From an optimization exercise on the open Yosys and OpenROAD flow, aimed at small area; shortcuts taken in it are not production practice.
Function was checked by simulation only, so behaviour that the tests miss may differ from the original.
Power figures rest on the tool's default switching activity, not on a simulated workload.

## rev 12
// ring_rx
module ring_rx (
    input  wire         clk,
    input  wire         rst,
    input  wire         cg_valid,
    input  wire [9:0]   cg,
    output wire         hdr_valid,
    output wire [127:0] hdr_data,
    output wire         dat_valid,
    output wire [7:0]   dat_byte,
    output wire         blk_valid,
    output wire [7:0]   blk_node,
    output wire [7:0]   blk_kind,
    output wire [15:0]  blk_len,
    output wire [1:0]   blk_status,
    output wire         end_valid,
    output wire [1:0]   end_kind,
    output wire [1:0]   end_hdr,
    output reg  [31:0]  hdr_crc_errors,
    output reg  [31:0]  blk_crc_errors,
    output reg  [31:0]  batons_aborted,
    output reg  [31:0]  code_violations
);
==> flow/config.mk <==
export PLATFORM = sky130hd
export DESIGN_NAME = ring_rx
export DESIGN_NICKNAME = ring_rx
export VERILOG_FILES = /design/flow/design.v
export SDC_FILE = /design/flow/constraint.sdc
export NUM_CORES = 4
export LEC_CHECK = 0
export CAP_MARGIN = 20
export CORE_MARGIN = 2
export CORE_UTILIZATION = 40
export CTS_BUF_LIST = sky130_fd_sc_hd__clkbuf_8
export CTS_CLUSTER_DIAMETER = 100
export CTS_CLUSTER_SIZE = 15
export PLACE_DENSITY = 0.6
export SLEW_MARGIN = 20
==> flow/constraint.sdc <==
create_clock -name core_clock -period 20.0 [get_ports {clk}]
set_input_delay 4.0000 -clock core_clock [delete_from_list [all_inputs] [get_ports {clk}]]
set_output_delay 4.0000 -clock core_clock [all_outputs]
set_load 0.01 [all_outputs]
standard.sh (not shown) runs the stock make flow with config.mk's settings and CLKGATE_MAP_FILE= SYNTH_SCRIPT=/design/flow/synth_recipe.tcl, a recipe that flattens the netlist after the stock synthesis.
==> flow/flow/run.sh <==
#!/bin/bash
# Standard ORFS layout with two changes:
#  - after the standard synthesis, the combinational logic is re-mapped for
#    area with ABC (registers and their names are kept exactly). Several ABC
#    scripts are tried; the smallest netlist that yosys proves equivalent to
#    the standard netlist is used (the standard netlist if none is).
#  - buffer_ports puts the smallest plain buffer on every input and output.
#  - the clock tree is built without dummy load cells.
set -euo pipefail
W=$(pwd)
R=$W/orfs/results/$FLOW_PLATFORM/ring_rx/base
LIB=$FLOW_HOME/platforms/$FLOW_PLATFORM/lib/sky130_fd_sc_hd__tt_025C_1v80.lib
export BUFFER_PORTS_ARGS="-buffer_cell sky130_fd_sc_hd__buf_1"
# Clock tree: same clustering as config.mk, without dummy load cells.
export CTS_ARGS="-sink_clustering_enable -repair_clock_nets -sink_clustering_size 15 -sink_clustering_max_diameter 100 -buf_list sky130_fd_sc_hd__clkbuf_8 -dont_use_dummy_load"

bash standard.sh synth > $W/log_1_standard_synth.log 2>&1

# Flip-flop and tie cell types in the standard netlist are kept.
KEEP=$(grep -oE '^ *sky130_fd_sc_hd__(dfxtp|edfxtp|dfrtp|dfstp|dfxbp|sdfxtp|conb)_[0-9]+' $R/1_2_yosys.v | sort -u | tr -d ' ' | tr '\n' ' ')
DU=$(make -s -C $FLOW_HOME DESIGN_CONFIG=$W/config.mk WORK_HOME=$W/orfs print-DONT_USE_CELLS 2>/dev/null | sed 's/^DONT_USE_CELLS: *//' || true)
cp $R/1_2_yosys.v $W/standard_1_2_yosys.v
SCRIPTS="g2 g3 g4 g5 h1 h3"
for s in $SCRIPTS; do
  LIB_FILE=$LIB IN_NETLIST=$W/standard_1_2_yosys.v OUT_NETLIST=$W/resyn_$s.v OUT_STAT=$W/resyn_stat_$s.txt \
  DESIGN_NAME=$FLOW_TOP KEEP_CELLS="$KEEP" DONT_USE_LIST="$DU" ABC_SCRIPT_FILE=$W/flow/$s.abc \
    timeout 900 yosys -c $W/flow/resyn.tcl > $W/log_2_resyn_$s.log 2>&1 &
done
wait || true
: > $W/resyn_choice.txt
for s in $SCRIPTS; do
  a=$(grep "Chip area for module '.$FLOW_TOP'" $W/resyn_stat_$s.txt 2>/dev/null | awk '{print $NF}' || true)
  if [[ -n "$a" && -s $W/resyn_$s.v ]]; then echo "$a $s" >> $W/resyn_choice.txt; fi
done
sort -g $W/resyn_choice.txt -o $W/resyn_choice.txt
chosen=""
while read -r a s; do
  if LIB_FILE=$LIB GOLD=$W/standard_1_2_yosys.v GATE=$W/resyn_$s.v DESIGN_NAME=$FLOW_TOP \
       timeout 900 yosys -c $W/flow/eq.tcl > $W/log_3_equiv_$s.log 2>&1; then
    chosen=$s; break
  fi
done < $W/resyn_choice.txt
echo "chosen: ${chosen:-standard}" >> $W/resyn_choice.txt
if [[ -n "$chosen" ]]; then
  cp $W/resyn_$chosen.v $R/1_2_yosys.v
  touch $R/1_2_yosys.v
fi

bash standard.sh finish > $W/log_4_standard_finish.log 2>&1
Other scripts of this flow, unchanged in this note and not shown: flow/flow/eq.tcl, flow/flow/g2.abc, flow/flow/g3.abc, flow/flow/g4.abc, flow/flow/g5.abc, flow/flow/h1.abc, flow/flow/h3.abc, flow/flow/resyn.tcl
Relative to rev 12, the following input files were edited for rev 13:
-- flow/design.v --
<<< rev 12, line 30
    wire [5:0] rx6 = {c_q[0], c_q[1], c_q[2], c_q[3], c_q[4], c_q[5]};
    wire [3:0] rx4 = {c_q[6], c_q[7], c_q[8], c_q[9]};
    reg [4:0] x6;
    always @(*) begin
        x6 = {rx6[1], rx6[2], rx6[3], rx6[4], rx6[5]};
        case (rx6)
            6'b100111: x6 = 5'd0;
            6'b011000: x6 = 5'd0;
            6'b011101: x6 = 5'd1;
            6'b100010: x6 = 5'd1;
            6'b101101: x6 = 5'd2;
            6'b010010: x6 = 5'd2;
            6'b110101: x6 = 5'd4;
            6'b001010: x6 = 5'd4;
            6'b000111: x6 = 5'd7;
            6'b111001: x6 = 5'd8;
            6'b000110: x6 = 5'd8;
            6'b010111: x6 = 5'd15;
            6'b101000: x6 = 5'd15;
            6'b011011: x6 = 5'd16;
            6'b100100: x6 = 5'd16;
            6'b000101: x6 = 5'd23;
            6'b110011: x6 = 5'd24;
            6'b001100: x6 = 5'd24;
            6'b001001: x6 = 5'd27;
            6'b010001: x6 = 5'd29;
            6'b100001: x6 = 5'd30;
            6'b101011: x6 = 5'd31;
            6'b010100: x6 = 5'd31;
            default: ;
        endcase
    end
    wire [2:0] ones6 = {2'd0, rx6[0]} + {2'd0, rx6[1]} + {2'd0, rx6[2]} +
                       {2'd0, rx6[3]} + {2'd0, rx6[4]} + {2'd0, rx6[5]};
>>> rev 13, line 30
    wire [5:0] rx6 = {c_q[0], c_q[1], c_q[2], c_q[3], c_q[4], c_q[5]};
    wire [3:0] rx4 = {c_q[6], c_q[7], c_q[8], c_q[9]};
    wire ca = c_q[0], cb = c_q[1], cc = c_q[2], cd = c_q[3], ce = c_q[4], ci = c_q[5];
    wire aeqb = ca == cb;
    wire ceqd = cc == cd;
    wire p22 = (ca & cb & ~cc & ~cd) | (cc & cd & ~ca & ~cb) | (~aeqb & ~ceqd);
    wire p13 = (~aeqb & ~cc & ~cd) | (~ceqd & ~ca & ~cb);
    wire p31 = (~aeqb & cc & cd) | (~ceqd & ca & cb);
    wire eeqi = ce == ci;
    wire p22bceeqi   = p22 & cb & cc & eeqi;
    wire p22bncneeqi = p22 & ~cb & ~cc & eeqi;
    wire p13in       = p13 & ~ci;
    wire p31i        = p31 & ci;
    wire p13dei      = p13 & cd & ce & ci;
    wire p22aceeqi   = p22 & ca & cc & eeqi;
    wire p22ancneeqi = p22 & ~ca & ~cc & eeqi;
    wire p13en       = p13 & ~ce;
    wire anbnenin    = ~ca & ~cb & ~ce & ~ci;
    wire abei        = ca & cb & ce & ci;
    wire cndnenin    = ~cc & ~cd & ~ce & ~ci;
    wire compa = p22bncneeqi | p31i | p13dei | p22ancneeqi | p13en | abei | cndnenin;
    wire compb = p22bceeqi | p31i | p13dei | p22aceeqi | p13en | abei | cndnenin;
    wire compc = p22bceeqi | p31i | p13dei | p22ancneeqi | p13en | anbnenin | cndnenin;
    wire compd = p22bncneeqi | p31i | p13dei | p22aceeqi | p13en | abei | cndnenin;
    wire compe = p22bncneeqi | p13in | p13dei | p22ancneeqi | p13en | anbnenin | cndnenin;
    wire [4:0] x6 = {ce ^ compe, cd ^ compd, cc ^ compc, cb ^ compb, ca ^ compa};
    wire [2:0] ones6 = {2'd0, rx6[0]} + {2'd0, rx6[1]} + {2'd0, rx6[2]} +
                       {2'd0, rx6[3]} + {2'd0, rx6[4]} + {2'd0, rx6[5]};
--- outcome ---
The non-clock inverter count in the final layout in rev 13 is 0.838 times that in rev 12.
The higher routed wire length came out of rev 13.
Setup slack: higher on rev 12
Final standard cell area without fillers of rev 13 falls short of that of rev 12 slightly.
~same clock network area share in rev 13 and rev 12
For count of cell instances traversed by the critical path, dividing the value from rev 12 by the value from rev 13 gives 0.800.
Of rev 13 and rev 12, the run reporting the lower global router's overall resource usage was rev 12.
The post-route core utilization of rev 13 and that of rev 12 are within noise of each other.
Compared with rev 12, in rev 13 clock network fraction of total power decreased 0.8 points, worst path buffer plus inverter count lower, met3 routed wirelength went up.
Rev 12 has a higher number of instances in the placed design than rev 13.

static timing again, ports no longer ideal:
The results above use ideal ports. As a check the final layouts listed here were re-extracted and re-timed, cells and wires unchanged. Step 1: set_driving_cell puts a clkbuf_16 on clk and a buf_2 on each other input, an assumption about the parent block. Step 2, shift: input delay + t, output delay - t, t = (earliest + latest rising clock arrival at the registers) / 2. This alone moves slack from input paths to output paths. Slacks: ideal / step 1 / step 2; pairs: ideal / step 1.
run | t (ns) | setup WS [ns] | pins driven straight from the clock port
rev 12 | 0.617 | 8.256 / 8.204 / 8.820 | 1
rev 13 | 0.597 | 7.997 / 7.951 / 8.548 | 1
After both steps every run listed still meets setup and hold.
